Context: an optimization exercise on an open-source flow, tuned for small area, a short achievable clock period and few clock cycles. The choices shown serve that exercise and are no tape-out recipe. RTL that was checked went through simulation tests only; none was proved equivalent to the original. The RTL of runs 1 and 2 was laid out without a check of its function. Power is estimated from default activity; no workload was simulated.

File: design.v
module rhathen_lane (
    input  wire        clk,
    input  wire        rst,
    input  wire        in_valid,
    output wire        in_ready,
    input  wire [31:0] in_instr,
    output reg         done,
    output reg         run_ovf,
    output reg         run_psn,
    output reg         as_valid,
    output reg  [9:0]  as_num,
    input  wire        hp_we,
    input  wire        hp_wspace,       
    input  wire [3:0]  hp_waddr,
    input  wire [31:0] hp_wdata,
    input  wire        hp_wpsn,
    input  wire        hp_rspace,
    input  wire [3:0]  hp_raddr,
    output wire [31:0] hp_rdata,
    output wire        hp_rpsn
);
    localparam MN     = 4;           
    localparam MSTEPS = 32 / MN;
    wire [5:0]  op   = in_instr[31:26];
    wire [1:0]  md   = in_instr[25:24];
    wire [23:0] opnd = in_instr[23:0];
    wire g_ctl   = (op[5:3] == 3'b000);           
    wire i_end   = g_ctl & ~op[2] & (op[1:0] == 2'b11);
    wire i_asrt  = g_ctl & op[2];
    wire i_blog  = (op[5:3] == 3'b001);           
    wire g_10    = (op[5:3] == 3'b010);           
    wire i_edge  = g_10 & (op[2:1] == 2'b00);     
    wire i_bpush = g_10 & (op[2:0] == 3'b010);
    wire i_bpop  = g_10 & ((op[2:0] == 3'b011) | (op[2:0] == 3'b100));
    wire i_zon   = g_10 & (op[2:0] == 3'b101);
    wire i_zoff  = g_10 & (op[2:0] == 3'b110);
    wire i_bst   = (op[5:2] == 4'b0110);          
    wire i_stw   = (op[5:2] == 4'b0111);          
    wire g_w     = (op[5:4] == 2'b10);            
    wire i_ld    = g_w & (op[3:1] == 3'b000);     
    wire i_ldwh  = g_w & (op[3:0] == 4'h2);
    wire i_add   = g_w & (op[3:0] == 4'h4);
    wire i_sub   = g_w & (op[3:0] == 4'h5);
    wire i_mul   = g_w & (op[3:0] == 4'h6);
    wire i_min   = g_w & (op[3:0] == 4'h7);
    wire i_max   = g_w & (op[3:0] == 4'h8);
    wire i_andw  = g_w & (op[3:0] == 4'h9);
    wire i_orw   = g_w & (op[3:0] == 4'hA);
    wire i_xorw  = g_w & (op[3:0] == 4'hB);
    wire i_shl   = g_w & (op[3:0] == 4'hC);
    wire i_shr   = g_w & (op[3:0] == 4'hD);
    wire i_asr   = g_w & (op[3:0] == 4'hE);
    wire i_lim   = g_w & (op[3:0] == 4'hF);
    wire i_cmp   = (op[5:4] == 2'b11);            
    wire uns  = md[1];
    wire kimm = md[0];        
    reg  [3:0] stp;           
    reg  [3:0] lim_a1;        
    reg        lim2;          
    wire mul_last = (stp == MSTEPS);
    assign in_ready = ~((i_mul & ~mul_last) | (i_lim & ~lim2));
    wire fire = in_valid & in_ready;
    reg [31:0] bimg   [0:15];
    reg [15:0] bimg_p;
    reg [31:0] wimg   [0:15];
    reg [15:0] wimg_p;
    wire [3:0] b_ra = in_valid ? opnd[8:5] : hp_raddr;
    wire [3:0] w_ra = in_valid ? (lim2 ? lim_a1 : opnd[3:0]) : hp_raddr;
    wire [31:0] b_rd  = bimg[b_ra];
    wire        b_rdp = bimg_p[b_ra];
    wire [31:0] w_rd  = wimg[w_ra];
    wire        w_rdp = wimg_p[w_ra];
    assign hp_rdata = hp_rspace ? w_rd  : b_rd;
    assign hp_rpsn  = hp_rspace ? w_rdp : b_rdp;
    reg        ba, bap;
    reg [31:0] wa;
    reg        wap;
    reg        ze, zep;
    reg        st_ovf, st_psn;
    reg [15:0] bstk, bstk_p;      
    reg [7:0]  zstk, zstk_p;
    reg [32:0] acc;               
    reg [32:0] mb;                
    reg        mchk, muns;        
    wire xb = b_rd[opnd[4:0]];
    wire x  = kimm ? opnd[0] : xb;
    wire xp = ~kimm & b_rdp;
    reg blog_r;
    always @(*) begin
        case (op[2:0])
            3'b000:  blog_r = x;
            3'b001:  blog_r = ~x;
            3'b010:  blog_r = ba & x;
            3'b011:  blog_r = ba & ~x;
            3'b100:  blog_r = ba | x;
            3'b101:  blog_r = ba | ~x;
            default: blog_r = ba ^ x;
        endcase
    end
    wire baze = ba & ze;
    reg  bitval;              
    always @(*) begin
        if (i_edge) bitval = ze ? ba : xb;
        else case (op[1:0])
            2'b00:   bitval = baze;
            2'b01:   bitval = ~ba & ze;
            2'b10:   bitval = baze | xb;
            default: bitval = xb & ~baze;
        endcase
    end
    wire bit_psn = bap | zep | (i_edge & b_rdp);
    reg [31:0] v;
    always @(*) begin
        if (~kimm)
            v = w_rd;
        else if (i_lim) begin
            if (lim2) v = {{20{~uns & opnd[23]}}, opnd[23:12]};
            else      v = {{20{~uns & opnd[11]}}, opnd[11:0]};
        end else
            v = {{8{~uns & opnd[23]}}, opnd};
    end
    wire vp = ~kimm & w_rdp;
    wire        do_add = i_add;
    wire [32:0] ax = {~uns & wa[31], wa};
    wire [32:0] bx = {~uns & v[31], v};
    wire [32:0] bxi = do_add ? bx : ~bx;
    wire [33:0] as_full = {ax[32], ax} + {bxi[32], bxi} + {33'd0, ~do_add};
    wire [31:0] as_r = as_full[31:0];
    wire as_ovf = uns ? (as_full[32] != 1'b0) : (as_full[32] != as_full[31]);
    wire lt     = as_full[33];                  
    wire [31:0] xw = wa ^ v;
    wire eq     = ~|xw;
    wire [4:0]  sh_n   = kimm ? opnd[4:0] : w_rd[4:0];
    wire        sh_big = ~kimm & (|w_rd[31:5]);
    wire        sh_p   = vp;
    wire        sh_fill = i_asr & wa[31];
    reg  [31:0] wa_rev;
    integer k;
    always @(*) for (k = 0; k < 32; k = k + 1) wa_rev[k] = wa[31-k];
    wire [31:0] sh_in  = i_shl ? wa_rev : wa;
    wire [31:0] sh_ext = sh_in >> sh_n;
    wire [31:0] sh_o   = sh_big ? {32{sh_fill}} : sh_ext[31:0];
    reg  [31:0] sh_orev;
    always @(*) for (k = 0; k < 32; k = k + 1) sh_orev[k] = sh_o[31-k];
    wire [31:0] sh_r   = i_shl ? sh_orev : sh_o;
    wire [31:0] shl_mask = ~(32'hFFFF_FFFF >> sh_n);
    wire shl_ovf = sh_big ? (|wa) : (|(wa & shl_mask));
    wire [MN:0]  mchunk = {mul_last & ~muns & wa[MN-1], wa[MN-1:0]};
    wire [33+MN:0] mpp  = $signed(mb) * $signed(mchunk);
    wire [32:0]  macc   = (stp == 4'd1) ? 33'd0 : acc;
    wire [33+MN:0] msum = {{(MN+1){macc[32]}}, macc} + mpp;
    wire mck_ovf = muns ? (acc != 33'd0) : (acc != {33{wa[31]}});
    wire take_v = (i_max | (i_lim & ~lim2)) ? lt : ~lt;
    reg [31:0] wa_n;
    always @(*) begin
        wa_n = wa;
        if (i_ld)
            wa_n = v;
        else if (i_ldwh)
            wa_n = {opnd[15:0], wa[15:0]};
        else if (i_add | i_sub)
            wa_n = as_r;
        else if (i_mul) begin
            if (stp != 4'd0) wa_n = {msum[MN-1:0], wa[31:MN]};
        end
        else if (i_min | i_max | i_lim)
            wa_n = take_v ? v : wa;
        else if (i_andw)
            wa_n = wa & v;
        else if (i_orw)
            wa_n = wa | v;
        else if (i_xorw)
            wa_n = xw;
        else if (i_shl | i_shr | i_asr)
            wa_n = sh_r;
    end
    reg cmp_r;
    always @(*) begin
        case (op[2:0])
            3'b000:  cmp_r = eq;
            3'b001:  cmp_r = ~eq;
            3'b010:  cmp_r = lt;
            3'b011:  cmp_r = lt | eq;
            3'b100:  cmp_r = ~(lt | eq);
            default: cmp_r = ~lt;
        endcase
    end
    wire bst_any = fire & (i_bst | i_edge);
    wire stw_any = fire & i_stw;
    wire [31:0] bwd;
    genvar gi;
    generate
        for (gi = 0; gi < 32; gi = gi + 1) begin : g_bwd
            assign bwd[gi] = hp_we ? hp_wdata[gi]
                           : ((opnd[4:0] == gi) ? bitval : b_rd[gi]);
        end
    endgenerate
    wire        bwp = hp_we ? hp_wpsn : (b_rdp | bit_psn);
    wire [31:0] wwd = hp_we ? hp_wdata : wa;
    wire        wwp = hp_we ? hp_wpsn : ((wap | zep) | (~ze & w_rdp));
    generate
        for (gi = 0; gi < 16; gi = gi + 1) begin : g_img
            wire hb = hp_we & ~hp_wspace & (hp_waddr == gi);
            wire hw = hp_we &  hp_wspace & (hp_waddr == gi);
            wire ib = bst_any & (opnd[8:5] == gi);
            wire iw = stw_any & (opnd[3:0] == gi);
            always @(posedge clk) begin
                if (hb | ib) begin
                    bimg[gi]   <= bwd;
                    bimg_p[gi] <= bwp;
                end
                if (hw | (iw & ze))
                    wimg[gi] <= wwd;
                if (hw | iw)
                    wimg_p[gi] <= wwp;
            end
        end
    endgenerate
    wire rd_psn = ((i_blog & ~kimm) | i_edge) & b_rdp
                | ((i_ld | (g_w & ~i_ldwh) | i_cmp) & ~kimm & w_rdp);
    always @(posedge clk) begin
        if (fire & i_bpush) begin
            bstk   <= {bstk[14:0], ba};
            bstk_p <= {bstk_p[14:0], bap};
        end else if (fire & i_bpop) begin
            bstk   <= {1'b0, bstk[15:1]};
            bstk_p <= {1'b0, bstk_p[15:1]};
        end
        if (fire & i_zon) begin
            zstk   <= {zstk[6:0], ze};
            zstk_p <= {zstk_p[6:0], zep};
        end else if (fire & i_zoff) begin
            zstk   <= {1'b0, zstk[7:1]};
            zstk_p <= {1'b0, zstk_p[7:1]};
        end
        if (in_valid & i_mul) begin
            if (stp == 4'd0) begin
                mb   <= bx;
                muns <= uns;
            end
            acc <= msum[MN+32:MN];
        end
        if (in_valid & i_lim & ~lim2)
            lim_a1 <= opnd[3:0] + 4'd1;
    end
    always @(posedge clk) begin
        done     <= 1'b0;
        as_valid <= 1'b0;
        mchk     <= 1'b0;
        if (rst) begin
            ba <= 1'b0; bap <= 1'b0;
            wa <= 32'd0; wap <= 1'b0;
            ze <= 1'b1; zep <= 1'b0;
            st_ovf <= 1'b0; st_psn <= 1'b0;
            run_ovf <= 1'b0; run_psn <= 1'b0;
            as_num <= 10'd0;
            stp <= 4'd0;
            lim2 <= 1'b0;
        end else begin
            if (mchk & mck_ovf) st_ovf <= 1'b1;
            if (in_valid) begin
                if (fire) stp <= 4'd0;
                else      stp <= stp + 4'd1;
                lim2 <= i_lim & ~fire;
                if (~i_cmp) wa <= wa_n;
                if (rd_psn) st_psn <= 1'b1;
                if (g_w & ~i_ld & ~i_ldwh) wap <= wap | vp;
                else if (i_ld)             wap <= vp;
                if (fire) begin
                    if (i_mul) mchk <= 1'b1;
                    if ((i_add | i_sub) & as_ovf) st_ovf <= 1'b1;
                    if (i_shl & shl_ovf) st_ovf <= 1'b1;
                    if (i_blog) begin
                        ba  <= blog_r;
                        bap <= (op[2:1] == 2'b00) ? xp : (bap | xp);
                    end
                    if (i_edge) begin
                        ba  <= op[0] ? (~ba & xb) : (ba & ~xb);
                        bap <= bap | b_rdp;
                    end
                    if (i_bpop) begin
                        ba  <= op[0] ? (bstk[0] | ba) : (bstk[0] & ba);
                        bap <= bap | bstk_p[0];
                    end
                    if (i_cmp) begin
                        ba  <= cmp_r;
                        bap <= wap | vp;
                    end
                    if (i_zon) begin
                        ze  <= ze & (md[0] ? ~ba : ba);
                        zep <= zep | bap;
                    end
                    if (i_zoff) begin
                        ze  <= zstk[0];
                        zep <= zstk_p[0];
                    end
                    if (i_asrt & (zep | (ze & (~ba | bap)))) begin
                        as_valid <= 1'b1;
                        as_num   <= opnd[9:0];
                    end
                    if (i_end) begin
                        done    <= 1'b1;
                        run_ovf <= st_ovf | (mchk & mck_ovf);
                        run_psn <= st_psn;
                        ba <= 1'b0; bap <= 1'b0;
                        wa <= 32'd0; wap <= 1'b0;
                        ze <= 1'b1; zep <= 1'b0;
                        st_ovf <= 1'b0; st_psn <= 1'b0;
                    end
                end
            end
        end
    end
endmodule
File: run.sh
#!/bin/bash
# synth_recipe.tcl (not shown) runs the flow's synth.tcl, then flattens the netlist and writes it again
# the make line also repeats each setting of config.mk as NAME=value (left out here)
make -C /OpenROAD-flow-scripts/flow DESIGN_CONFIG=/design/flow/config.mk WORK_HOME=/design/flow/orfs CLKGATE_MAP_FILE= SYNTH_SCRIPT=/design/flow/synth_recipe.tcl finish
File: config.mk
export PLATFORM = sky130hd
export DESIGN_NAME = rhathen_lane
export DESIGN_NICKNAME = rhathen_lane
export VERILOG_FILES = /design/flow/design.v
export SDC_FILE = /design/flow/constraint.sdc
export NUM_CORES = 4
export LEC_CHECK = 0
export CAP_MARGIN = 20
export CORE_MARGIN = 2
export CORE_UTILIZATION = 50
export PLACE_DENSITY = 0.65
export SETUP_SLACK_MARGIN = 5
export SLEW_MARGIN = 20
File: constraint.sdc
create_clock -name core_clock -period 17.0 [get_ports {clk}]
set_input_delay 3.4000 -clock core_clock [delete_from_list [all_inputs] [get_ports {clk}]]
set_output_delay 3.4000 -clock core_clock [all_outputs]
set_load 0.01 [all_outputs]
==> results of run 1 <==
[registers in the layout (all words and copies together) (netlist names), 4 cells and up]
name,flops
bstk_p,16
bimg,512
lim_a1,4
bstk,16
acc,33
zstk_p,8
wa,32
zstk,8
wimg_p,16
stp,4
mb,33
as_num,10
bimg_p,16
wimg,512
[placed cells by master (no fill, tap or decap), types with 75 or more instances in the layout]
master	instances
mux2i_1	152
o21ai_0	215
nor3_1	120
mux2_2	95
a21oi_1	314
a22o_1	78
clkdlybuf4s50_1	120
nand2_1	572
edfxtp_1	1175
a22oi_1	145
clkbuf_16	135
xnor2_1	75
ha_1	175
buf_4	275
nand3_1	147
o22ai_1	86
inv_1	204
nor2_1	328
fa_1	133
[critical path: stages]
cell             delay, ns
clkdlybuf4s50_1       0.93
mux2_2                0.68
nand2_1               0.62
nor2_1                0.19
buf_4                 0.25
a22o_1                0.18
a221o_1               0.25
nor4_1                0.82
a21oi_1               0.40
mux2_2                0.42
clkdlybuf4s50_1       0.50
[cell families after synthesis]
family          count (synthesis)
compound gates               1621
simple gates                 1475
flops                        1234
buf+inv                       591
fa+ha+maj                     310
mux                           271
xor+xnor                      101
[timing repair]
action / CTS / global route
hold endpoints to repair: 0 / 0
hold buffers: 0 / 0
gates resized for setup: 0 / 2
setup endpoints to repair: 0 / 4
[layer usage]
metal / up-vias / GRT usage
li1: 21898 / -
met1: 26445 / 0.532
met2: 4167 / 0.620
met3: 928 / 0.118
met4: 16 / 0.287
met5: - / 0
[worst paths after layout]
kind | start | slack (ns) | end | cells after the start
worst max register to register | lim2 | 8.21 | wa[30] | 26
worst min register to register | run_psn | 0.47 | run_psn | 2
worst max-delay path | in_instr[6] | 4.92 | hp_rdata[11] | 11
worst min-delay path | run_psn | 0.47 | run_psn | 2
[area by class of cell]
type / instances / area [um2] / area share
Inverter: 211 / 792 / 0.0106
Timing Repair Buffer: 404 / 3340 / 0.0446
Sequential cell: 1234 / 36500 / 0.486
Multi-Input combinational cell: 3778 / 27600 / 0.368
Antenna cell: 7 / 17.5 / 0.000234
Clock inverter: 78 / 1050 / 0.0140
Clock buffer: 164 / 3510 / 0.0468
Tap cell: 1742 / 2180 / 0.0291
[power by group through the flow]
stage	Combinational, mW	Sequential [mW]	Clock [mW]
floorplan	0.810	3.49	0
global placement	1.44	3.49	0
detailed placement	1.45	3.49	0
CTS	1.45	3.43	3.03
global route	1.57	3.43	3.14
finish	1.52	3.43	3.02
==> run_summary.xml, run 1 <==
<?xml version="1.0" encoding="UTF-8"?>
<metrics>
  <group name="run_status">
    <metric name="status" unit="">finished clean</metric>
  </group>
  <group name="timing">
    <metric name="worst_slew_pin_slew" unit="ns">1.34</metric>
    <metric name="layout_worst_path_cycle_share" unit="">0.710</metric>
    <metric name="finalWorstPathRequiredPeriod" unit="ns">12.08</metric>
    <metric name="finalMaxSlewViolations" unit="">0</metric>
    <metric name="finalClockSkew" unit="ns">0.0725</metric>
    <metric name="postLayoutSetupSlackWorst" unit="ns">4.92</metric>
    <metric name="rsz0062_at_grt" unit="">no</metric>
    <metric name="timing.hold.ws" unit="ns">0.472</metric>
    <metric name="maximum_frequency_from_static_timing_analysis" unit="MHz">82.8</metric>
    <metric name="finalHoldViolations" unit="">0</metric>
    <metric name="timing.setup.tns" unit="ns">0</metric>
    <metric name="timing.max_slew.rel_slack" unit="">0.104</metric>
    <metric name="setup_viol_count_final" unit="">0</metric>
  </group>
  <group name="global_routing">
    <metric name="grt_pass1_vias" unit="">50807</metric>
    <metric name="globalRoute.totalOverflow" unit="">0</metric>
    <metric name="maximum_number_of_pins_on_one_net_before_global_route_repair" unit="">64</metric>
    <metric name="grt_pass1_wl" unit="mm">396</metric>
    <metric name="number_of_antenna_violations_at_the_first_check_in_global_routing" unit="">16</metric>
    <metric name="grt_use_total" unit="">0.418</metric>
  </group>
  <group name="critical_path">
    <metric name="worst-setup-path-type" unit="">input pin to output pin</metric>
    <metric name="cp-start-kind" unit="">input pin</metric>
    <metric name="critPathRequiredTime" unit="ns">13.60</metric>
    <metric name="sort_of_element_at_the_end_of_the_critical_path" unit="">output pin</metric>
    <metric name="crit_path_max_fanout" unit="">13</metric>
    <metric name="critical_path_arrival" unit="ns">8.68</metric>
  </group>
  <group name="run">
    <metric name="maxCapViolCount" unit="">0</metric>
  </group>
  <group name="synth">
    <metric name="synth_commonest_cells" unit="">edfxtp_1, nand2_1, nor2_1</metric>
    <metric name="yosysWarnings" unit="">3</metric>
    <metric name="synth_adder_area_share" unit="">0.0742</metric>
    <metric name="mappedNetlistNets" unit="">5990</metric>
    <metric name="synth_xor_xnor_area_share" unit="">0.0135</metric>
    <metric name="yosys.area.top_type_share" unit="">0.538</metric>
    <metric name="synth.area.mux_share" unit="">0.0468</metric>
    <metric name="synth_seq_cells" unit="">1234</metric>
    <metric name="synth_top_flop_cell" unit="">edfxtp_1</metric>
    <metric name="synth-seq-area-share" unit="">0.556</metric>
    <metric name="synth_area_leader_cell" unit="">edfxtp_1</metric>
    <metric name="synth_top_family_by_area" unit="">compound AO/OA/AOI/OAI gates</metric>
    <metric name="yosys-top-cells-area" unit="">edfxtp_1, fa_1, ha_1</metric>
    <metric name="synth_compound_area_frac" unit="">0.172</metric>
    <metric name="synth_cell_types" unit="">106</metric>
    <metric name="syn-instance-count" unit="">5603</metric>
    <metric name="synth_most_common_cell" unit="">edfxtp_1</metric>
    <metric name="number_of_enable_type_register_cells_in_the_synthesized_netlist" unit="">1175</metric>
    <metric name="basic_gate_share_of_the_synthesized_area_counting_and_or_nand_and_nor_cells" unit="">0.101</metric>
    <metric name="post_synth_instance_area" unit="um2">65600</metric>
    <metric name="asyncSetResetFlopFracSynth" unit="">0</metric>
    <metric name="postSynthAreaPerCell" unit="um2">11.7</metric>
  </group>
  <group name="route">
    <metric name="drcViolationCount" unit="">0</metric>
    <metric name="final_antenna_net_count" unit="">0</metric>
    <metric name="top_layer_used" unit="">met5</metric>
    <metric name="route.met3.wl" unit="mm">34.9</metric>
    <metric name="route.detailed.wl_per_inst" unit="um">37.5</metric>
    <metric name="via_count" unit="">53454</metric>
    <metric name="drt_iter0_drc" unit="">8739</metric>
    <metric name="routed_met1_length" unit="mm">103</metric>
    <metric name="wl_met2" unit="mm">124</metric>
    <metric name="drt_pre_antenna_iters" unit="">8</metric>
    <metric name="drt-total-wl" unit="mm">286</metric>
    <metric name="vias_per_cell" unit="">7.02</metric>
  </group>
  <group name="floorplan">
    <metric name="die_x" unit="um">366</metric>
    <metric name="initial_core_util" unit="">0.506</metric>
    <metric name="dieArea" unit="um2">134000</metric>
    <metric name="row_count" unit="">132</metric>
    <metric name="design.portCount" unit="">127</metric>
    <metric name="core-area" unit="um2">130000</metric>
    <metric name="fp.dieH" unit="um">366</metric>
  </group>
  <group name="finish">
    <metric name="final_cells" unit="">7618</metric>
    <metric name="num-fill-cells" unit="">10746</metric>
    <metric name="end_of_flow_core_utilization" unit="">0.577</metric>
    <metric name="synthToLayoutAreaGrowth" unit="%">14.2</metric>
    <metric name="post_route_cells_drive_above_1_share" unit="">0.131</metric>
    <metric name="final_nets" unit="">6151</metric>
    <metric name="final_cell_area" unit="um2">75000</metric>
  </group>
  <group name="placement">
    <metric name="place.detailed.instances" unit="">7365</metric>
    <metric name="post-place-ws" unit="ns">5.00</metric>
    <metric name="placement.io_buffers" unit="">126</metric>
    <metric name="routabilityCongestion" unit="">1.08</metric>
    <metric name="detailed_place_hpwl" unit="mm">198</metric>
    <metric name="dpl_cell_area" unit="um2">70200</metric>
  </group>
  <group name="pwr">
    <metric name="pwr-share-comb" unit="">0.191</metric>
    <metric name="leakagePower" unit="nW">26.2</metric>
    <metric name="netSwitchingPower" unit="mW">2.41</metric>
    <metric name="power_frac_clock" unit="">0.379</metric>
    <metric name="netSwitchingFraction" unit="">0.303</metric>
    <metric name="cellPowerDensity" unit="nW/um2">106</metric>
    <metric name="p_seq_frac" unit="">0.430</metric>
    <metric name="ir_drop" unit="mV">0.102</metric>
    <metric name="totalPowerFinal" unit="mW">7.97</metric>
    <metric name="power.internal" unit="mW">5.56</metric>
  </group>
  <group name="clock_network">
    <metric name="numCtsBuffers" unit="">135</metric>
    <metric name="clock_tree_from_tritoncts" unit="">yes</metric>
    <metric name="worst_setup_hold_path_clk_slew" unit="ns">0.06</metric>
    <metric name="cts_setup_buffers" unit="">0</metric>
    <metric name="cts.htree.levels" unit="">4</metric>
    <metric name="clkLatencyLatePin" unit="ns">0.83</metric>
    <metric name="cts.sinks" unit="">1234</metric>
    <metric name="clock_tree.root_cell" unit="">clkbuf_16</metric>
    <metric name="max_clock_buf_depth" unit="">3</metric>
  </group>
  <group name="worst_hold_path">
    <metric name="path_category_of_the_worst_min_delay_check" unit="">flip-flop to flip-flop</metric>
  </group>
</metrics>
==> inputs of run 2 (changes only) <==
--- a/config.mk
+++ b/config.mk
@@ -10,4 +10,3 @@
 export CORE_UTILIZATION = 50
 export PLACE_DENSITY = 0.65
-export SETUP_SLACK_MARGIN = 5
 export SLEW_MARGIN = 20
==> run 2 against run 1 <==
  * Sequential power is essentially flat
  * Clock power is essentially flat
  * Cell area is essentially flat
  * Combinational power is essentially flat
  * Sequential share of layout area is essentially flat
  * Critical endpoint unchanged
  * Largest power group unchanged
==> run_summary.xml, run 2 <==
<?xml version="1.0" encoding="UTF-8"?>
<metrics>
  <group name="run_status">
    <metric name="status" unit="">finished clean</metric>
  </group>
  <group name="global_routing">
    <metric name="grt_pass1_vias" unit="">50807</metric>
    <metric name="globalRoute.totalOverflow" unit="">0</metric>
    <metric name="number_of_antenna_violations_at_the_first_check_in_global_routing" unit="">16</metric>
    <metric name="maximum_number_of_pins_on_one_net_before_global_route_repair" unit="">64</metric>
    <metric name="grt_use_total" unit="">0.418</metric>
    <metric name="grt_pass1_wl" unit="mm">396</metric>
  </group>
  <group name="pwr">
    <metric name="cellPowerDensity" unit="nW/um2">106</metric>
    <metric name="totalPowerFinal" unit="mW">7.96</metric>
    <metric name="ir_drop" unit="mV">0.102</metric>
    <metric name="leakagePower" unit="nW">26.2</metric>
  </group>
  <group name="synth">
    <metric name="synth_area_leader_cell" unit="">edfxtp_1</metric>
    <metric name="mappedNetlistNets" unit="">5990</metric>
    <metric name="postSynthAreaPerCell" unit="um2">11.7</metric>
    <metric name="yosys-top-cells-area" unit="">edfxtp_1, fa_1, ha_1</metric>
    <metric name="number_of_enable_type_register_cells_in_the_synthesized_netlist" unit="">1175</metric>
    <metric name="yosys.area.top_type_share" unit="">0.538</metric>
    <metric name="synth_commonest_cells" unit="">edfxtp_1, nand2_1, nor2_1</metric>
    <metric name="asyncSetResetFlopFracSynth" unit="">0</metric>
    <metric name="syn-instance-count" unit="">5603</metric>
    <metric name="synth_top_flop_cell" unit="">edfxtp_1</metric>
    <metric name="synth-seq-area-share" unit="">0.556</metric>
    <metric name="post_synth_instance_area" unit="um2">65600</metric>
    <metric name="synth_cell_types" unit="">106</metric>
    <metric name="synth_seq_cells" unit="">1234</metric>
    <metric name="yosysWarnings" unit="">3</metric>
    <metric name="synth_most_common_cell" unit="">edfxtp_1</metric>
  </group>
  <group name="finish">
    <metric name="post_route_cells_drive_above_1_share" unit="">0.130</metric>
    <metric name="final_cells" unit="">7616</metric>
    <metric name="final_nets" unit="">6151</metric>
    <metric name="layout_commonest_cell" unit="">edfxtp_1</metric>
    <metric name="final_cell_mix" unit="">edfxtp_1, nand2_1, nor2_1</metric>
    <metric name="biggest_regs" unit="">bimg: 512 flops, wimg: 512 flops</metric>
    <metric name="synthToLayoutAreaGrowth" unit="%">14.2</metric>
  </group>
  <group name="run">
    <metric name="maxCapViolCount" unit="">0</metric>
  </group>
  <group name="critical_path">
    <metric name="critPathRequiredTime" unit="ns">13.60</metric>
    <metric name="sort_of_element_at_the_end_of_the_critical_path" unit="">output pin</metric>
    <metric name="reg2reg_to" unit="">wa[2]</metric>
    <metric name="crit_path_max_incr_delay" unit="ns">0.94</metric>
    <metric name="worst-setup-path-type" unit="">input pin to output pin</metric>
    <metric name="cp-start-kind" unit="">input pin</metric>
    <metric name="critical_path_arrival" unit="ns">8.72</metric>
    <metric name="reg2reg_setup_slack" unit="ns">8.20</metric>
    <metric name="crit_path_max_fanout" unit="">13</metric>
    <metric name="worstPathCellList" unit="">clkdlybuf4s50_1 &gt; mux2_2 &gt; nand2_1 &gt; nor2_1 &gt; buf_4 &gt; a22o_1 &gt; a221o_1 &gt; nor4_1 &gt; a21oi_1 &gt; mux2_2 &gt; clkdlybuf4s50_1</metric>
    <metric name="timing.reg2reg.worst_path_depth" unit="">23</metric>
    <metric name="worst_path_slowest_cell" unit="">clkdlybuf4s50_1</metric>
    <metric name="worstReg2RegStart" unit="">lim2</metric>
    <metric name="critical_path_buf_inv_count" unit="">3</metric>
    <metric name="startpoint" unit="">in_instr[6]</metric>
    <metric name="critical_path.top_delay_family" unit="">buffers and inverters</metric>
  </group>
  <group name="route">
    <metric name="drt_pre_antenna_iters" unit="">7</metric>
    <metric name="vias_per_cell" unit="">7.01</metric>
    <metric name="route.met3.wl" unit="mm">34.6</metric>
    <metric name="via_count" unit="">53403</metric>
    <metric name="drcViolationCount" unit="">0</metric>
    <metric name="wl_met2" unit="mm">124</metric>
    <metric name="route.detailed.wl_per_inst" unit="um">37.5</metric>
    <metric name="final_antenna_net_count" unit="">0</metric>
    <metric name="drt-total-wl" unit="mm">286</metric>
    <metric name="routed_met1_length" unit="mm">103</metric>
    <metric name="top_layer_used" unit="">met5</metric>
    <metric name="drt_iter0_drc" unit="">8748</metric>
  </group>
  <group name="timing">
    <metric name="rsz0062_at_grt" unit="">no</metric>
    <metric name="timing.setup.tns" unit="ns">0</metric>
    <metric name="finalClockSkew" unit="ns">0.0732</metric>
    <metric name="maximum_frequency_from_static_timing_analysis" unit="MHz">82.5</metric>
    <metric name="setup_viol_count_final" unit="">0</metric>
    <metric name="layout_worst_path_cycle_share" unit="">0.713</metric>
    <metric name="worst_slew_pin_slew" unit="ns">1.34</metric>
    <metric name="finalWorstPathRequiredPeriod" unit="ns">12.12</metric>
    <metric name="finalHoldViolations" unit="">0</metric>
    <metric name="postLayoutSetupSlackWorst" unit="ns">4.88</metric>
    <metric name="timing.max_slew.rel_slack" unit="">0.109</metric>
    <metric name="finalMaxSlewViolations" unit="">0</metric>
  </group>
  <group name="floorplan">
    <metric name="core-area" unit="um2">130000</metric>
    <metric name="fp.dieH" unit="um">366</metric>
    <metric name="design.portCount" unit="">127</metric>
    <metric name="row_count" unit="">132</metric>
    <metric name="dieArea" unit="um2">134000</metric>
    <metric name="die_x" unit="um">366</metric>
    <metric name="initial_core_util" unit="">0.506</metric>
  </group>
  <group name="placement">
    <metric name="routabilityCongestion" unit="">1.08</metric>
    <metric name="placement.io_buffers" unit="">126</metric>
    <metric name="post-place-ws" unit="ns">5.00</metric>
    <metric name="detailed_place_hpwl" unit="mm">198</metric>
    <metric name="place.detailed.instances" unit="">7365</metric>
  </group>
  <group name="clock_network">
    <metric name="cts_setup_buffers" unit="">0</metric>
    <metric name="cts-hold-fix-buffers" unit="">0</metric>
    <metric name="cts_repair_resize_count" unit="">0</metric>
    <metric name="clock_tree.root_cell" unit="">clkbuf_16</metric>
    <metric name="max_clock_buf_depth" unit="">3</metric>
    <metric name="clkLatencyLatePin" unit="ns">0.83</metric>
    <metric name="cts.htree.levels" unit="">4</metric>
    <metric name="worst_setup_hold_path_clk_slew" unit="ns">0.06</metric>
    <metric name="cts.sinks" unit="">1234</metric>
    <metric name="numCtsBuffers" unit="">135</metric>
    <metric name="clock_tree_from_tritoncts" unit="">yes</metric>
  </group>
  <group name="worst_hold_path">
    <metric name="end_point_of_the_worst_hold_path" unit="">run_psn</metric>
    <metric name="path_category_of_the_worst_min_delay_check" unit="">flip-flop to flip-flop</metric>
    <metric name="holdPathStages" unit="">2</metric>
    <metric name="min_from" unit="">run_psn</metric>
  </group>
</metrics>
-- run 2: cell type report --
cell class / instances / area (um2)
Multi-Input combinational cell: 3778 / 27600
Clock buffer: 164 / 3510
Antenna cell: 5 / 12.5
Clock inverter: 78 / 1050
Sequential cell: 1234 / 36500
Inverter: 211 / 792
Fill cell: 10750 / 54900
Timing Repair Buffer: 404 / 3340
Tap cell: 1742 / 2180
-- run 2: worst max-delay path by stage --
stage,endpoint,slack (ns),depth (start not counted)
finish,hp_rdata[11],4.88,11
global route,hp_rdata[14],4.85,11
CTS,hp_rdata[11],5.12,11
detailed placement,wa[2],5.00,25
global placement,wa[1],4.93,25
floorplan,hp_rpsn,7.75,13
-- run 2: metrics by stage --
stage / hold slack, ns / utilization / cell area [um2]
2_1_floorplan: 0.436 / - / 65600
3_3_place_gp: 0.444 / 0.541 / 70200
3_5_place_dp: 0.471 / 0.541 / 70200
4_1_cts: 0.479 / 0.576 / 74800
5_1_grt: 0.509 / 0.577 / 74900
6_report: 0.472 / 0.577 / 74900
-- run 2: metal layers --
metal / vias up / global-route usage
met2: 4088 / 0.620
met1: 26441 / 0.532
met4: 22 / 0.287
met3: 965 / 0.118
met5: - / 0
li1: 21887 / -
-- run 2: cells by family after synthesis --
| kind of cell | count (synthesis) | share of synthesized area |
|---|---|---|
| DFF | 1234 | 0.556 |
| xor gates and xnor gates | 101 | 0.0135 |
| AOI/OAI and AO/OA | 1621 | 0.172 |
| buffers and inverters | 591 | 0.0362 |
| muxes | 271 | 0.0468 |
| adders and majority gates | 310 | 0.0742 |
| and+or+nand+nor | 1475 | 0.101 |
-- run 2: tightest hold or removal path, cell delays in order (launching register included) --
cell and delay, ns:
dfxtp_1 0.31, nand2_1 0.05, a21oi_1 0.06
-- run 2: where the power goes --
part	leakage, nW	switching [mW]	internal (mW)
Clock	2.17	1.33	1.69
Sequential	11.2	0.0160	3.41
Combinational	12.8	1.06	0.459
Total	26.2	2.41	5.56
==> inputs of run 3 (changes only) <==
--- a/design.v
+++ b/design.v
@@ -20,5 +20,5 @@
     output wire        hp_rpsn
 );
-    localparam MN     = 4;           
+    localparam MN     = 8;           
     localparam MSTEPS = 32 / MN;
     wire [5:0]  op   = in_instr[31:26];
@@ -55,8 +55,8 @@
     wire uns  = md[1];
     wire kimm = md[0];        
-    reg  [3:0] stp;           
+    reg  [1:0] stp;           
     reg  [3:0] lim_a1;        
     reg        lim2;          
-    wire mul_last = (stp == MSTEPS);
+    wire mul_last = (stp == MSTEPS - 1);
     assign in_ready = ~((i_mul & ~mul_last) | (i_lim & ~lim2));
     wire fire = in_valid & in_ready;
@@ -81,5 +81,4 @@
     reg [7:0]  zstk, zstk_p;
     reg [32:0] acc;               
-    reg [32:0] mb;                
     reg        mchk, muns;        
     wire xb = b_rd[opnd[4:0]];
@@ -146,7 +145,7 @@
     wire [31:0] shl_mask = ~(32'hFFFF_FFFF >> sh_n);
     wire shl_ovf = sh_big ? (|wa) : (|(wa & shl_mask));
-    wire [MN:0]  mchunk = {mul_last & ~muns & wa[MN-1], wa[MN-1:0]};
-    wire [33+MN:0] mpp  = $signed(mb) * $signed(mchunk);
-    wire [32:0]  macc   = (stp == 4'd1) ? 33'd0 : acc;
+    wire [MN:0]  mchunk = {mul_last & ~uns & wa[MN-1], wa[MN-1:0]};
+    wire [33+MN:0] mpp  = $signed(bx) * $signed(mchunk);
+    wire [32:0]  macc   = (stp == 2'd0) ? 33'd0 : acc;
     wire [33+MN:0] msum = {{(MN+1){macc[32]}}, macc} + mpp;
     wire mck_ovf = muns ? (acc != 33'd0) : (acc != {33{wa[31]}});
@@ -161,7 +160,6 @@
         else if (i_add | i_sub)
             wa_n = as_r;
-        else if (i_mul) begin
-            if (stp != 4'd0) wa_n = {msum[MN-1:0], wa[31:MN]};
-        end
+        else if (i_mul)
+            wa_n = {msum[MN-1:0], wa[31:MN]};
         else if (i_min | i_max | i_lim)
             wa_n = take_v ? v : wa;
@@ -234,11 +232,6 @@
             zstk_p <= {1'b0, zstk_p[7:1]};
         end
-        if (in_valid & i_mul) begin
-            if (stp == 4'd0) begin
-                mb   <= bx;
-                muns <= uns;
-            end
+        if (in_valid & i_mul)
             acc <= msum[MN+32:MN];
-        end
         if (in_valid & i_lim & ~lim2)
             lim_a1 <= opnd[3:0] + 4'd1;
@@ -255,11 +248,11 @@
             run_ovf <= 1'b0; run_psn <= 1'b0;
             as_num <= 10'd0;
-            stp <= 4'd0;
+            stp <= 2'd0;
             lim2 <= 1'b0;
         end else begin
             if (mchk & mck_ovf) st_ovf <= 1'b1;
             if (in_valid) begin
-                if (fire) stp <= 4'd0;
-                else      stp <= stp + 4'd1;
+                if (fire) stp <= 2'd0;
+                else      stp <= stp + 2'd1;
                 lim2 <= i_lim & ~fire;
                 if (~i_cmp) wa <= wa_n;
@@ -268,5 +261,8 @@
                 else if (i_ld)             wap <= vp;
                 if (fire) begin
-                    if (i_mul) mchk <= 1'b1;
+                    if (i_mul) begin
+                        mchk <= 1'b1;
+                        muns <= uns;
+                    end
                     if ((i_add | i_sub) & as_ovf) st_ovf <= 1'b1;
                     if (i_shl & shl_ovf) st_ovf <= 1'b1;
--- a/config.mk
+++ b/config.mk
@@ -8,5 +8,5 @@
 export CAP_MARGIN = 20
 export CORE_MARGIN = 2
-export CORE_UTILIZATION = 50
-export PLACE_DENSITY = 0.65
+export CORE_UTILIZATION = 28
+export PLACE_DENSITY = 0.45
 export SLEW_MARGIN = 20
==> run 3 against run 2 <==
  * Global-route usage is 16 points lower
  * Largest power group unchanged
  * Count of clock-buffer cells in the layout is 7 higher
  * Clock skew is 0.012 ns lower
  * Fmax is 15% lower
==> run_summary.xml, run 3 <==
<?xml version="1.0" encoding="UTF-8"?>
<metrics>
  <group name="run_status">
    <metric name="status" unit="">finished clean</metric>
  </group>
  <group name="clock_network">
    <metric name="clock_tree_from_tritoncts" unit="">yes</metric>
    <metric name="cts.htree.levels" unit="">4</metric>
    <metric name="cts.sinks" unit="">1199</metric>
    <metric name="clkLatencyLatePin" unit="ns">0.83</metric>
    <metric name="worst_setup_hold_path_clk_slew" unit="ns">0.06</metric>
    <metric name="cts-hold-fix-buffers" unit="">0</metric>
    <metric name="numCtsBuffers" unit="">139</metric>
    <metric name="clock_tree.root_cell" unit="">clkbuf_16</metric>
    <metric name="cts_repair_resize_count" unit="">0</metric>
    <metric name="cts_setup_buffers" unit="">0</metric>
    <metric name="max_clock_buf_depth" unit="">3</metric>
  </group>
  <group name="worst_hold_path">
    <metric name="path_category_of_the_worst_min_delay_check" unit="">flip-flop to flip-flop</metric>
    <metric name="min_from" unit="">run_psn</metric>
    <metric name="end_point_of_the_worst_hold_path" unit="">run_psn</metric>
    <metric name="holdPathStages" unit="">2</metric>
  </group>
  <group name="placement">
    <metric name="dpl_cell_area" unit="um2">76100</metric>
    <metric name="routabilityCongestion" unit="">1.02</metric>
    <metric name="detailed_place_hpwl" unit="mm">227</metric>
    <metric name="placement.io_buffers" unit="">126</metric>
  </group>
  <group name="synth">
    <metric name="synth_commonest_cells" unit="">edfxtp_1, nand2_1, nor2_1</metric>
    <metric name="number_of_enable_type_register_cells_in_the_synthesized_netlist" unit="">1142</metric>
    <metric name="syn-instance-count" unit="">6102</metric>
    <metric name="synth_top_flop_cell" unit="">edfxtp_1</metric>
    <metric name="yosys.area.top_type_share" unit="">0.492</metric>
    <metric name="mappedNetlistNets" unit="">6648</metric>
    <metric name="post_synth_instance_area" unit="um2">69700</metric>
    <metric name="postSynthAreaPerCell" unit="um2">11.4</metric>
    <metric name="yosysWarnings" unit="">3</metric>
    <metric name="synth_cell_types" unit="">120</metric>
    <metric name="synth_seq_cells" unit="">1199</metric>
    <metric name="yosys-top-cells-area" unit="">edfxtp_1, fa_1, ha_1</metric>
    <metric name="synth_area_leader_cell" unit="">edfxtp_1</metric>
    <metric name="asyncSetResetFlopFracSynth" unit="">0</metric>
    <metric name="synth_most_common_cell" unit="">edfxtp_1</metric>
    <metric name="synth-seq-area-share" unit="">0.508</metric>
  </group>
  <group name="timing">
    <metric name="timing.setup.tns" unit="ns">0</metric>
    <metric name="worst_slew_pin_slew" unit="ns">1.26</metric>
    <metric name="finalClockSkew" unit="ns">0.0611</metric>
    <metric name="finalMaxSlewViolations" unit="">0</metric>
    <metric name="finalHoldViolations" unit="">0</metric>
    <metric name="layout_worst_path_cycle_share" unit="">0.836</metric>
    <metric name="timing.max_slew.rel_slack" unit="">0.158</metric>
    <metric name="finalWorstPathRequiredPeriod" unit="ns">14.22</metric>
    <metric name="rsz0062_at_grt" unit="">no</metric>
    <metric name="maximum_frequency_from_static_timing_analysis" unit="MHz">70.3</metric>
    <metric name="setup_viol_count_final" unit="">0</metric>
  </group>
  <group name="global_routing">
    <metric name="grt_use_total" unit="">0.255</metric>
    <metric name="number_of_antenna_violations_at_the_first_check_in_global_routing" unit="">25</metric>
    <metric name="globalRoute.totalOverflow" unit="">0</metric>
    <metric name="grt_pass1_wl" unit="mm">451</metric>
    <metric name="grt_pass1_vias" unit="">54181</metric>
    <metric name="maximum_number_of_pins_on_one_net_before_global_route_repair" unit="">79</metric>
  </group>
  <group name="critical_path">
    <metric name="critPathRequiredTime" unit="ns">17.51</metric>
    <metric name="critical_path.top_delay_family" unit="">compound AO/OA/AOI/OAI gates</metric>
    <metric name="crit_path_max_fanout" unit="">43</metric>
    <metric name="reg2reg_setup_slack" unit="ns">5.77</metric>
    <metric name="worstReg2RegStart" unit="">lim2</metric>
    <metric name="timing.reg2reg.worst_path_depth" unit="">33</metric>
    <metric name="reg2reg_to" unit="">acc[29]</metric>
    <metric name="critical_path_buf_inv_count" unit="">7</metric>
    <metric name="worst_path_slowest_cell" unit="">nor4_2</metric>
    <metric name="cp-start-kind" unit="">input pin</metric>
    <metric name="cpMostUsedCell" unit="">fa_1</metric>
    <metric name="worst-setup-path-type" unit="">input pin to flip-flop</metric>
    <metric name="critical_path_arrival" unit="ns">14.72</metric>
    <metric name="sort_of_element_at_the_end_of_the_critical_path" unit="">flip-flop</metric>
    <metric name="crit_path_max_incr_delay" unit="ns">0.88</metric>
  </group>
  <group name="pwr">
    <metric name="netSwitchingFraction" unit="">0.315</metric>
    <metric name="p_seq_frac" unit="">0.408</metric>
    <metric name="totalPowerFinal" unit="mW">8.16</metric>
    <metric name="power.internal" unit="mW">5.59</metric>
    <metric name="pwr-share-comb" unit="">0.207</metric>
    <metric name="ir_drop" unit="mV">0.0995</metric>
    <metric name="leakagePower" unit="nW">28.6</metric>
    <metric name="netSwitchingPower" unit="mW">2.57</metric>
    <metric name="cellPowerDensity" unit="nW/um2">101</metric>
    <metric name="power_frac_clock" unit="">0.386</metric>
  </group>
  <group name="finish">
    <metric name="num-fill-cells" unit="">24986</metric>
    <metric name="final_cell_area" unit="um2">80900</metric>
    <metric name="final_nets" unit="">6788</metric>
    <metric name="post_route_cells_drive_above_1_share" unit="">0.124</metric>
    <metric name="biggest_regs" unit="">bimg: 512 flops, wimg: 512 flops, acc: 33 flops</metric>
    <metric name="layout_commonest_cell" unit="">edfxtp_1</metric>
    <metric name="synthToLayoutAreaGrowth" unit="%">16.1</metric>
    <metric name="final_cell_mix" unit="">edfxtp_1, nand2_1, nor2_1</metric>
  </group>
  <group name="run">
    <metric name="maxCapViolCount" unit="">0</metric>
  </group>
  <group name="route">
    <metric name="drt-total-wl" unit="mm">329</metric>
    <metric name="via_count" unit="">55838</metric>
    <metric name="final_antenna_net_count" unit="">0</metric>
    <metric name="route.detailed.wl_per_inst" unit="um">33.9</metric>
    <metric name="drt_iter0_drc" unit="">7333</metric>
    <metric name="drcViolationCount" unit="">0</metric>
    <metric name="drt_pre_antenna_iters" unit="">8</metric>
    <metric name="vias_per_cell" unit="">5.76</metric>
  </group>
  <group name="floorplan">
    <metric name="design.portCount" unit="">127</metric>
    <metric name="core-area" unit="um2">248000</metric>
    <metric name="initial_core_util" unit="">0.281</metric>
    <metric name="dieArea" unit="um2">253000</metric>
    <metric name="die_x" unit="um">503</metric>
    <metric name="fp.dieH" unit="um">503</metric>
    <metric name="row_count" unit="">183</metric>
  </group>
</metrics>
[run 3: cell types whose count changed after synthesis, moves of 25 or more]
cell,delta
o21a_1,+26
o21ai_0,+34
nand3_1,+43
fa_1,+139
nand4_1,+28
a22oi_1,+40
a22o_1,-41
edfxtp_1,-33
inv_1,+179
xor2_1,+25
nor2b_1,+45
nor2_1,+69
[run 3: cell type report]
cell class,count,area [um2],share of cell area
Antenna cell,13,32.5,0.000402
Tap cell,3330,4170,0.0515
Inverter,390,1460,0.0181
Timing Repair Buffer,421,3510,0.0434
Clock buffer,171,3650,0.0451
Multi-Input combinational cell,4091,31600,0.390
Sequential cell,1199,35400,0.438
Clock inverter,85,1110,0.0137
[run 3: worst max-delay path by stage]
stage | startpoint | end | slack, ns | cells past startpoint
final | in_valid | acc[29] | 2.78 | 33
after global routing | in_valid | acc[31] | 2.32 | 36
after CTS | in_valid | acc[29] | 3.02 | 33
after detailed placement | in_valid | acc[29] | 2.25 | 33
after global placement | in_valid | acc[31] | 2.21 | 34
after floorplan | in_instr[2] | acc[31] | 5.24 | 38
[run 3: power by group through the flow]
| stage | Combinational [mW] | Sequential, mW | Clock (mW) |
|---|---|---|---|
| final | 1.69 | 3.33 | 3.15 |
| after global routing | 1.75 | 3.33 | 3.30 |
| after CTS | 1.64 | 3.33 | 3.20 |
| after detailed placement | 1.63 | 3.39 | 0 |
| after global placement | 1.63 | 3.39 | 0 |
| after floorplan | 0.875 | 3.39 | 0 |
[run 3: tightest hold or removal path: stages (launching register included)]
cell and delay [ns]:
dfxtp_1 0.31, nand2_1 0.05, a21oi_1 0.05
[run 3: cell families (layout without fill, tap and decap cells)]
logic type | after synthesis | after routing | synth area share
compound gates | 1632 | 1632 | 0.162
xor+xnor | 112 | 112 | 0.0143
fa+ha+maj | 469 | 469 | 0.113
buf+inv | 812 | 1067 | 0.0499
flops | 1199 | 1199 | 0.508
mux | 278 | 278 | 0.0466
other cells | 0 | 13 | 0
simple gates | 1600 | 1600 | 0.105
[run 3: per-stage QoR]
stage | hold slack [ns] | setup slack (ns) | cells | utilization
2_1_floorplan | 0.432 | 5.24 | 6102 | -
3_3_place_gp | 0.456 | 2.21 | 9428 | 0.307
5_1_grt | 0.485 | 2.32 | 9694 | 0.326
6_report | 0.461 | 2.78 | 9700 | 0.326
3_5_place_dp | 0.462 | 2.25 | 9429 | 0.307
4_1_cts | 0.470 | 3.02 | 9685 | 0.326
[run 3: per-layer routing]
layer,wire [um],share of wire,global-route usage,vias to the layer above
li1,-,-,-,23148
met1,136000,0.41,0.340,28895
met2,142000,0.43,0.379,3095
met3,27900,0.085,0.0529,692
met4,22500,0.069,0.151,8
met5,139,0.00042,0,-
Testbench counts of run 3, summed over its fixed seeds: cycles 20,227.
==> inputs of run 4 (changes only) <==
--- a/design.v
+++ b/design.v
@@ -20,5 +20,5 @@
     output wire        hp_rpsn
 );
-    localparam MN     = 8;           
+    localparam MN     = 4;           
     localparam MSTEPS = 32 / MN;
     wire [5:0]  op   = in_instr[31:26];
@@ -55,9 +55,12 @@
     wire uns  = md[1];
     wire kimm = md[0];        
-    reg  [1:0] stp;           
+    reg  [3:0] stp;           
     reg  [3:0] lim_a1;        
     reg        lim2;          
-    wire mul_last = (stp == MSTEPS - 1);
-    assign in_ready = ~((i_mul & ~mul_last) | (i_lim & ~lim2));
+    wire busy     = (stp != 4'd0);
+    wire mul_last = (stp == MSTEPS);
+    wire uses_wa = g_w | i_stw | i_cmp | i_end;
+    wire act  = in_valid & ~(busy & uses_wa);     
+    assign in_ready = ~(busy & uses_wa) & ~(i_lim & ~lim2);
     wire fire = in_valid & in_ready;
     reg [31:0] bimg   [0:15];
@@ -81,4 +84,5 @@
     reg [7:0]  zstk, zstk_p;
     reg [32:0] acc;               
+    reg [32:0] mb;                
     reg        mchk, muns;        
     wire xb = b_rd[opnd[4:0]];
@@ -134,18 +138,20 @@
     wire        sh_p   = vp;
     wire        sh_fill = i_asr & wa[31];
-    reg  [31:0] wa_rev;
+    wire [4:0]  rot_n = i_shl ? (5'd0 - sh_n) : sh_n;
+    wire [31:0] rt0 = rot_n[0] ? {wa[0],     wa[31:1]}   : wa;
+    wire [31:0] rt1 = rot_n[1] ? {rt0[1:0],  rt0[31:2]}  : rt0;
+    wire [31:0] rt2 = rot_n[2] ? {rt1[3:0],  rt1[31:4]}  : rt1;
+    wire [31:0] rt3 = rot_n[3] ? {rt2[7:0],  rt2[31:8]}  : rt2;
+    wire [31:0] rot = rot_n[4] ? {rt3[15:0], rt3[31:16]} : rt3;
+    wire [31:0] keep_r = 32'hFFFF_FFFF >> sh_n;
+    reg  [31:0] keep_l;
     integer k;
-    always @(*) for (k = 0; k < 32; k = k + 1) wa_rev[k] = wa[31-k];
-    wire [31:0] sh_in  = i_shl ? wa_rev : wa;
-    wire [31:0] sh_ext = sh_in >> sh_n;
-    wire [31:0] sh_o   = sh_big ? {32{sh_fill}} : sh_ext[31:0];
-    reg  [31:0] sh_orev;
-    always @(*) for (k = 0; k < 32; k = k + 1) sh_orev[k] = sh_o[31-k];
-    wire [31:0] sh_r   = i_shl ? sh_orev : sh_o;
-    wire [31:0] shl_mask = ~(32'hFFFF_FFFF >> sh_n);
-    wire shl_ovf = sh_big ? (|wa) : (|(wa & shl_mask));
-    wire [MN:0]  mchunk = {mul_last & ~uns & wa[MN-1], wa[MN-1:0]};
-    wire [33+MN:0] mpp  = $signed(bx) * $signed(mchunk);
-    wire [32:0]  macc   = (stp == 2'd0) ? 33'd0 : acc;
+    always @(*) for (k = 0; k < 32; k = k + 1) keep_l[k] = keep_r[31-k];
+    wire [31:0] keep = i_shl ? keep_l : keep_r;
+    wire [31:0] sh_r = sh_big ? {32{sh_fill}} : (rot & keep);
+    wire shl_ovf = sh_big ? (|wa) : (|(rot & ~keep_l));
+    wire [MN:0]  mchunk = {mul_last & ~muns & wa[MN-1], wa[MN-1:0]};
+    wire [33+MN:0] mpp  = $signed(mb) * $signed(mchunk);
+    wire [32:0]  macc   = (stp == 4'd1) ? 33'd0 : acc;
     wire [33+MN:0] msum = {{(MN+1){macc[32]}}, macc} + mpp;
     wire mck_ovf = muns ? (acc != 33'd0) : (acc != {33{wa[31]}});
@@ -160,6 +166,4 @@
         else if (i_add | i_sub)
             wa_n = as_r;
-        else if (i_mul)
-            wa_n = {msum[MN-1:0], wa[31:MN]};
         else if (i_min | i_max | i_lim)
             wa_n = take_v ? v : wa;
@@ -232,7 +236,11 @@
             zstk_p <= {1'b0, zstk_p[7:1]};
         end
-        if (in_valid & i_mul)
+        if (fire & i_mul) begin
+            mb   <= bx;
+            muns <= uns;
+        end
+        if (busy)
             acc <= msum[MN+32:MN];
-        if (in_valid & i_lim & ~lim2)
+        if (act & i_lim & ~lim2)
             lim_a1 <= opnd[3:0] + 4'd1;
     end
@@ -248,21 +256,26 @@
             run_ovf <= 1'b0; run_psn <= 1'b0;
             as_num <= 10'd0;
-            stp <= 2'd0;
+            stp <= 4'd0;
             lim2 <= 1'b0;
         end else begin
             if (mchk & mck_ovf) st_ovf <= 1'b1;
-            if (in_valid) begin
-                if (fire) stp <= 2'd0;
-                else      stp <= stp + 2'd1;
-                lim2 <= i_lim & ~fire;
+            if (act) begin
+                lim2 <= i_lim & ~lim2;
                 if (~i_cmp) wa <= wa_n;
                 if (rd_psn) st_psn <= 1'b1;
                 if (g_w & ~i_ld & ~i_ldwh) wap <= wap | vp;
                 else if (i_ld)             wap <= vp;
+            end
+            if (busy) begin
+                wa <= {msum[MN-1:0], wa[31:MN]};
+                if (mul_last) begin
+                    stp  <= 4'd0;
+                    mchk <= 1'b1;
+                end else
+                    stp <= stp + 4'd1;
+            end
+            if (in_valid) begin
                 if (fire) begin
-                    if (i_mul) begin
-                        mchk <= 1'b1;
-                        muns <= uns;
-                    end
+                    if (i_mul) stp <= 4'd1;
                     if ((i_add | i_sub) & as_ovf) st_ovf <= 1'b1;
                     if (i_shl & shl_ovf) st_ovf <= 1'b1;
==> flow/run.sh (new file) <==
#!/bin/bash
set -o pipefail
bash standard.sh SETUP_SLACK_MARGIN=7 finish > standard.log 2>&1
==> standard.sh (new file) <==
#!/bin/bash
# synth_recipe.tcl (not shown) runs the flow's synth.tcl, then flattens the netlist and writes it again
# the make line also repeats each setting of config.mk as NAME=value (left out here)
make -C /OpenROAD-flow-scripts/flow DESIGN_CONFIG=/design/flow/config.mk WORK_HOME=/design/flow/orfs CLKGATE_MAP_FILE= SYNTH_SCRIPT=/design/flow/synth_recipe.tcl "${@:-finish}"
--- a/config.mk
+++ b/config.mk
@@ -8,5 +8,5 @@
 export CAP_MARGIN = 20
 export CORE_MARGIN = 2
-export CORE_UTILIZATION = 28
-export PLACE_DENSITY = 0.45
+export CORE_UTILIZATION = 40
+export PLACE_DENSITY = 0.55
 export SLEW_MARGIN = 20
removed: run.sh
==> run 4 against run 3 <==
  * Still clean
  * Clock skew down 0.0092 ns
  * Sequential share of layout area up 2.8 points
  * Clock power down 6%
  * Critical path depth down 20
  * Cell area down 3.3%
  * Wire length down 17%
  * Flip-flop and latch count up 35
  * Die area down 35%
  * Count of clock-buffer cells in the layout down 8
  * Sequential power up 9.6%
  * Synthesized cell count down 12%
  * Total power up 21%
  * Critical path type is now input pin to output pin
  * Critical endpoint is now hp_rdata[21]
==> run_summary.xml, run 4 <==
<?xml version="1.0" encoding="UTF-8"?>
<metrics>
  <group name="finish">
    <metric name="layout_commonest_cell" unit="">edfxtp_1</metric>
    <metric name="area.sequential" unit="um2">36500</metric>
    <metric name="num-fill-cells" unit="">14372</metric>
    <metric name="biggest_regs" unit="">bimg: 512 flops, wimg: 512 flops</metric>
    <metric name="final_nets" unit="">6110</metric>
    <metric name="multiInputGateArea" unit="um2">28200</metric>
    <metric name="synthToLayoutAreaGrowth" unit="%">20.8</metric>
    <metric name="post_route_cells_drive_above_1_share" unit="">0.184</metric>
    <metric name="final_cell_mix" unit="">edfxtp_1, nand2_1, buf_4</metric>
  </group>
  <group name="synth">
    <metric name="mappedNetlistNets" unit="">5752</metric>
    <metric name="synth-seq-area-share" unit="">0.563</metric>
    <metric name="synth_commonest_cells" unit="">edfxtp_1, nand2_1, a21oi_1</metric>
    <metric name="syn-instance-count" unit="">5361</metric>
    <metric name="yosys.area.top_type_share" unit="">0.545</metric>
    <metric name="number_of_enable_type_register_cells_in_the_synthesized_netlist" unit="">1175</metric>
    <metric name="synth_seq_cells" unit="">1234</metric>
    <metric name="synth_most_common_cell" unit="">edfxtp_1</metric>
    <metric name="postSynthAreaPerCell" unit="um2">12.1</metric>
    <metric name="post_synth_instance_area" unit="um2">64800</metric>
    <metric name="synth_cell_types" unit="">94</metric>
    <metric name="yosysWarnings" unit="">3</metric>
    <metric name="synth_top_flop_cell" unit="">edfxtp_1</metric>
    <metric name="yosys-top-cells-area" unit="">edfxtp_1, fa_1, ha_1</metric>
    <metric name="synth_area_leader_cell" unit="">edfxtp_1</metric>
    <metric name="asyncSetResetFlopFracSynth" unit="">0</metric>
  </group>
  <group name="critical_path">
    <metric name="sort_of_element_at_the_end_of_the_critical_path" unit="">output pin</metric>
    <metric name="critPathRequiredTime" unit="ns">13.60</metric>
    <metric name="cp-start-kind" unit="">input pin</metric>
    <metric name="critical_path_arrival" unit="ns">6.72</metric>
    <metric name="reg2reg_to" unit="">acc[32]</metric>
    <metric name="crit_path_max_fanout" unit="">24</metric>
    <metric name="reg2reg_setup_slack" unit="ns">8.47</metric>
    <metric name="worst-setup-path-type" unit="">input pin to output pin</metric>
    <metric name="worstReg2RegStart" unit="">wa[3]</metric>
    <metric name="timing.reg2reg.worst_path_depth" unit="">28</metric>
  </group>
  <group name="run_status">
    <metric name="status" unit="">finished clean</metric>
  </group>
  <group name="floorplan">
    <metric name="initial_core_util" unit="">0.403</metric>
    <metric name="core-area" unit="um2">161000</metric>
    <metric name="dieArea" unit="um2">165000</metric>
    <metric name="row_count" unit="">147</metric>
    <metric name="die_x" unit="um">406</metric>
    <metric name="fp.dieH" unit="um">406</metric>
    <metric name="design.portCount" unit="">127</metric>
  </group>
  <group name="route">
    <metric name="drcViolationCount" unit="">0</metric>
    <metric name="final_antenna_net_count" unit="">0</metric>
    <metric name="route.detailed.wl_per_inst" unit="um">34.1</metric>
    <metric name="drt_pre_antenna_iters" unit="">6</metric>
    <metric name="drt_iter0_drc" unit="">7092</metric>
    <metric name="drt-total-wl" unit="mm">272</metric>
    <metric name="vias_per_cell" unit="">6.44</metric>
    <metric name="via_count" unit="">51449</metric>
  </group>
  <group name="clock_network">
    <metric name="cts.htree.levels" unit="">4</metric>
    <metric name="clock_tree.root_cell" unit="">clkbuf_16</metric>
    <metric name="worst_setup_hold_path_clk_slew" unit="ns">0.06</metric>
    <metric name="numCtsBuffers" unit="">138</metric>
    <metric name="cts.sinks" unit="">1234</metric>
    <metric name="clock_tree_from_tritoncts" unit="">yes</metric>
    <metric name="clkLatencyLatePin" unit="ns">0.81</metric>
    <metric name="max_clock_buf_depth" unit="">3</metric>
  </group>
  <group name="placement">
    <metric name="routabilityCongestion" unit="">1.05</metric>
    <metric name="placement.io_buffers" unit="">126</metric>
    <metric name="detailed_place_hpwl" unit="mm">171</metric>
  </group>
  <group name="timing">
    <metric name="layout_worst_path_cycle_share" unit="">0.596</metric>
    <metric name="timing.setup.tns" unit="ns">0</metric>
    <metric name="rsz0062_at_grt" unit="">yes</metric>
    <metric name="timing.hold.ws" unit="ns">0.460</metric>
    <metric name="setup_viol_count_final" unit="">0</metric>
    <metric name="worst_slew_pin_slew" unit="ns">1.35</metric>
    <metric name="finalClockSkew" unit="ns">0.0519</metric>
    <metric name="maximum_frequency_from_static_timing_analysis" unit="MHz">98.8</metric>
    <metric name="timing.max_slew.rel_slack" unit="">0.101</metric>
    <metric name="finalMaxSlewViolations" unit="">0</metric>
    <metric name="finalHoldViolations" unit="">0</metric>
    <metric name="finalWorstPathRequiredPeriod" unit="ns">10.12</metric>
  </group>
  <group name="pwr">
    <metric name="leakagePower" unit="nW">27.7</metric>
    <metric name="cellPowerDensity" unit="nW/um2">126</metric>
    <metric name="power_frac_clock" unit="">0.299</metric>
    <metric name="power.internal" unit="mW">6.38</metric>
    <metric name="netSwitchingPower" unit="mW">3.51</metric>
    <metric name="netSwitchingFraction" unit="">0.355</metric>
    <metric name="p_seq_frac" unit="">0.369</metric>
    <metric name="pwr-share-comb" unit="">0.332</metric>
    <metric name="ir_drop" unit="mV">0.114</metric>
  </group>
  <group name="worst_hold_path">
    <metric name="path_category_of_the_worst_min_delay_check" unit="">flip-flop to flip-flop</metric>
    <metric name="end_point_of_the_worst_hold_path" unit="">run_psn</metric>
    <metric name="holdPathStages" unit="">2</metric>
    <metric name="min_from" unit="">run_psn</metric>
  </group>
  <group name="global_routing">
    <metric name="globalRoute.totalOverflow" unit="">0</metric>
    <metric name="maximum_number_of_pins_on_one_net_before_global_route_repair" unit="">67</metric>
    <metric name="grt_pass1_wl" unit="mm">376</metric>
    <metric name="grt_pass1_vias" unit="">49148</metric>
    <metric name="grt_use_total" unit="">0.324</metric>
    <metric name="number_of_antenna_violations_at_the_first_check_in_global_routing" unit="">20</metric>
  </group>
  <group name="run">
    <metric name="maxCapViolCount" unit="">0</metric>
  </group>
</metrics>
## run 4: changes by cell type after synthesis, sizes merged, moves of 38 or more
cell | previous run | this run
nor2 | 421 | 294
fa | 272 | 133
mux2i | 164 | 213
buf | 154 | 100
nor2b | 64 | 21
nand2 | 558 | 499
nand3 | 193 | 116
a22o | 37 | 75
a22oi | 186 | 251
inv | 384 | 211
## run 4: power groups by stage
stage / registers, mW / logic (mW) / clock network (mW)
detailed placement: 3.71 / 2.97 / 0
global route: 3.66 / 3.52 / 3.11
floorplan: 3.68 / 1.90 / 0
finish: 3.65 / 3.28 / 2.96
CTS: 3.65 / 3.14 / 2.99
global placement: 3.71 / 2.94 / 0
## run 4: per-stage QoR
step | std cells | setup slack [ns] | cell area [um2] | util | power [mW]
3_5_place_dp | 7545 | 4.75 | 69900 | 0.435 | 6.69
6_report | 7987 | 6.88 | 78200 | 0.487 | 9.89
4_1_cts | 7937 | 6.86 | 77400 | 0.482 | 9.78
5_1_grt | 7983 | 6.81 | 78200 | 0.487 | 10.3
2_1_floorplan | 5361 | 7.77 | 64800 | - | 5.58
3_3_place_gp | 7544 | 4.77 | 69900 | 0.435 | 6.66
## run 4: kinds of logic (layout without fill, tap and decap cells)
family | after synthesis | count (layout) | share of synthesized area
compound gates | 1570 | 1574 | 0.166
simple gates | 1248 | 1248 | 0.0874
flops | 1234 | 1234 | 0.563
buf+inv | 561 | 1011 | 0.0357
mux | 330 | 330 | 0.0576
fa+ha+maj | 313 | 313 | 0.0758
xor+xnor | 105 | 106 | 0.0148
other cells | 0 | 11 | 0
## run 4: how the worst max path moves through the flow
stage / startpoint / end / slack (ns) / cells past startpoint
global placement: in_instr[3] / st_ovf / 4.77 / 25
floorplan: in_instr[0] / hp_rpsn / 7.77 / 12
CTS: in_instr[2] / hp_rdata[22] / 6.86 / 12
detailed placement: in_instr[3] / st_ovf / 4.75 / 25
global route: in_instr[1] / hp_rdata[5] / 6.81 / 13
finish: in_instr[1] / hp_rdata[21] / 6.88 / 13
## run 4: repair_timing
item                                    4_1_cts  5_1_grt
pin swaps                                    66       29
cloned                                       20        4
setup buffers                               135       35
gates resized for setup                     357       83
hold buffers                                  0        0
endpoints found under the setup margin       67       46
## run 4: critical path: stages
cell             delay (ns)
clkdlybuf4s50_1        0.43
buf_8                  0.17
mux2i_4                0.22
a21o_4                 0.27
buf_4                  0.14
buf_6                  0.14
nand4_1                0.22
buf_12                 0.26
o21ai_0                0.17
o22a_1                 0.16
nand4_1                0.20
mux2_4                 0.39
clkdlybuf4s50_1        0.50
## run 4: area by class of cell
cell class / instances / area share
Sequential cell: 1234 / 0.466
Multi-Input combinational cell: 3571 / 0.360
Timing Repair Buffer: 562 / 0.0724
Clock buffer: 163 / 0.0453
Tap cell: 2160 / 0.0345
Clock inverter: 74 / 0.0111
Inverter: 212 / 0.0102
Antenna cell: 11 / 0.000352
## run 4: routing by layer
metal / GRT usage / vias to the layer above / wire [um]
li1: - / 21328 / -
met1: 0.412 / 25841 / 102000
met2: 0.486 / 3483 / 119000
met3: 0.103 / 777 / 34000
met4: 0.184 / 20 / 17500
met5: 0 / - / 235
Testbench counts of run 4, summed over its fixed seeds: cycles 21,313.

## re-timing with driven ports
No port has a modelled driver above. Below, the same layouts with a new extraction and two added sets of constraints.
Step 1, drivers: a clkbuf_16 drives clk and a buf_2 each remaining input, both assumed.
Step 2 adds t to the input delays and takes it off the output delays; t is the mean of the earliest and latest rising clock arrival at the registers after step 1. Input paths then give back, and output paths get back, about the clock's delay inside the block.
Slacks: ideal ports / drivers / drivers and shift; pairs: ideal ports / drivers.
run	t (ns)	setup slack, ns	hold slack, ns	worst data-port slew with drivers (ns)	cell pins on the clock port's net
run 1	0.885	4.923 / 4.894 / 4.786	0.472 / 0.472 / 0.472	0.09	1
run 2	0.885	4.877 / 4.849 / 4.760	0.472 / 0.472 / 0.472	0.10	1
run 3	0.883	2.781 / 2.811 / 1.927	0.461 / 0.461 / 0.461	0.16	1
run 4	0.865	6.876 / 6.849 / 6.282	0.460 / 0.460 / 0.460	0.19	1
After both steps setup and hold are still met in every run listed. For run 3, which loses most, drivers alone change the setup slack by +0.030 ns; drivers and shift together by -0.854 ns.
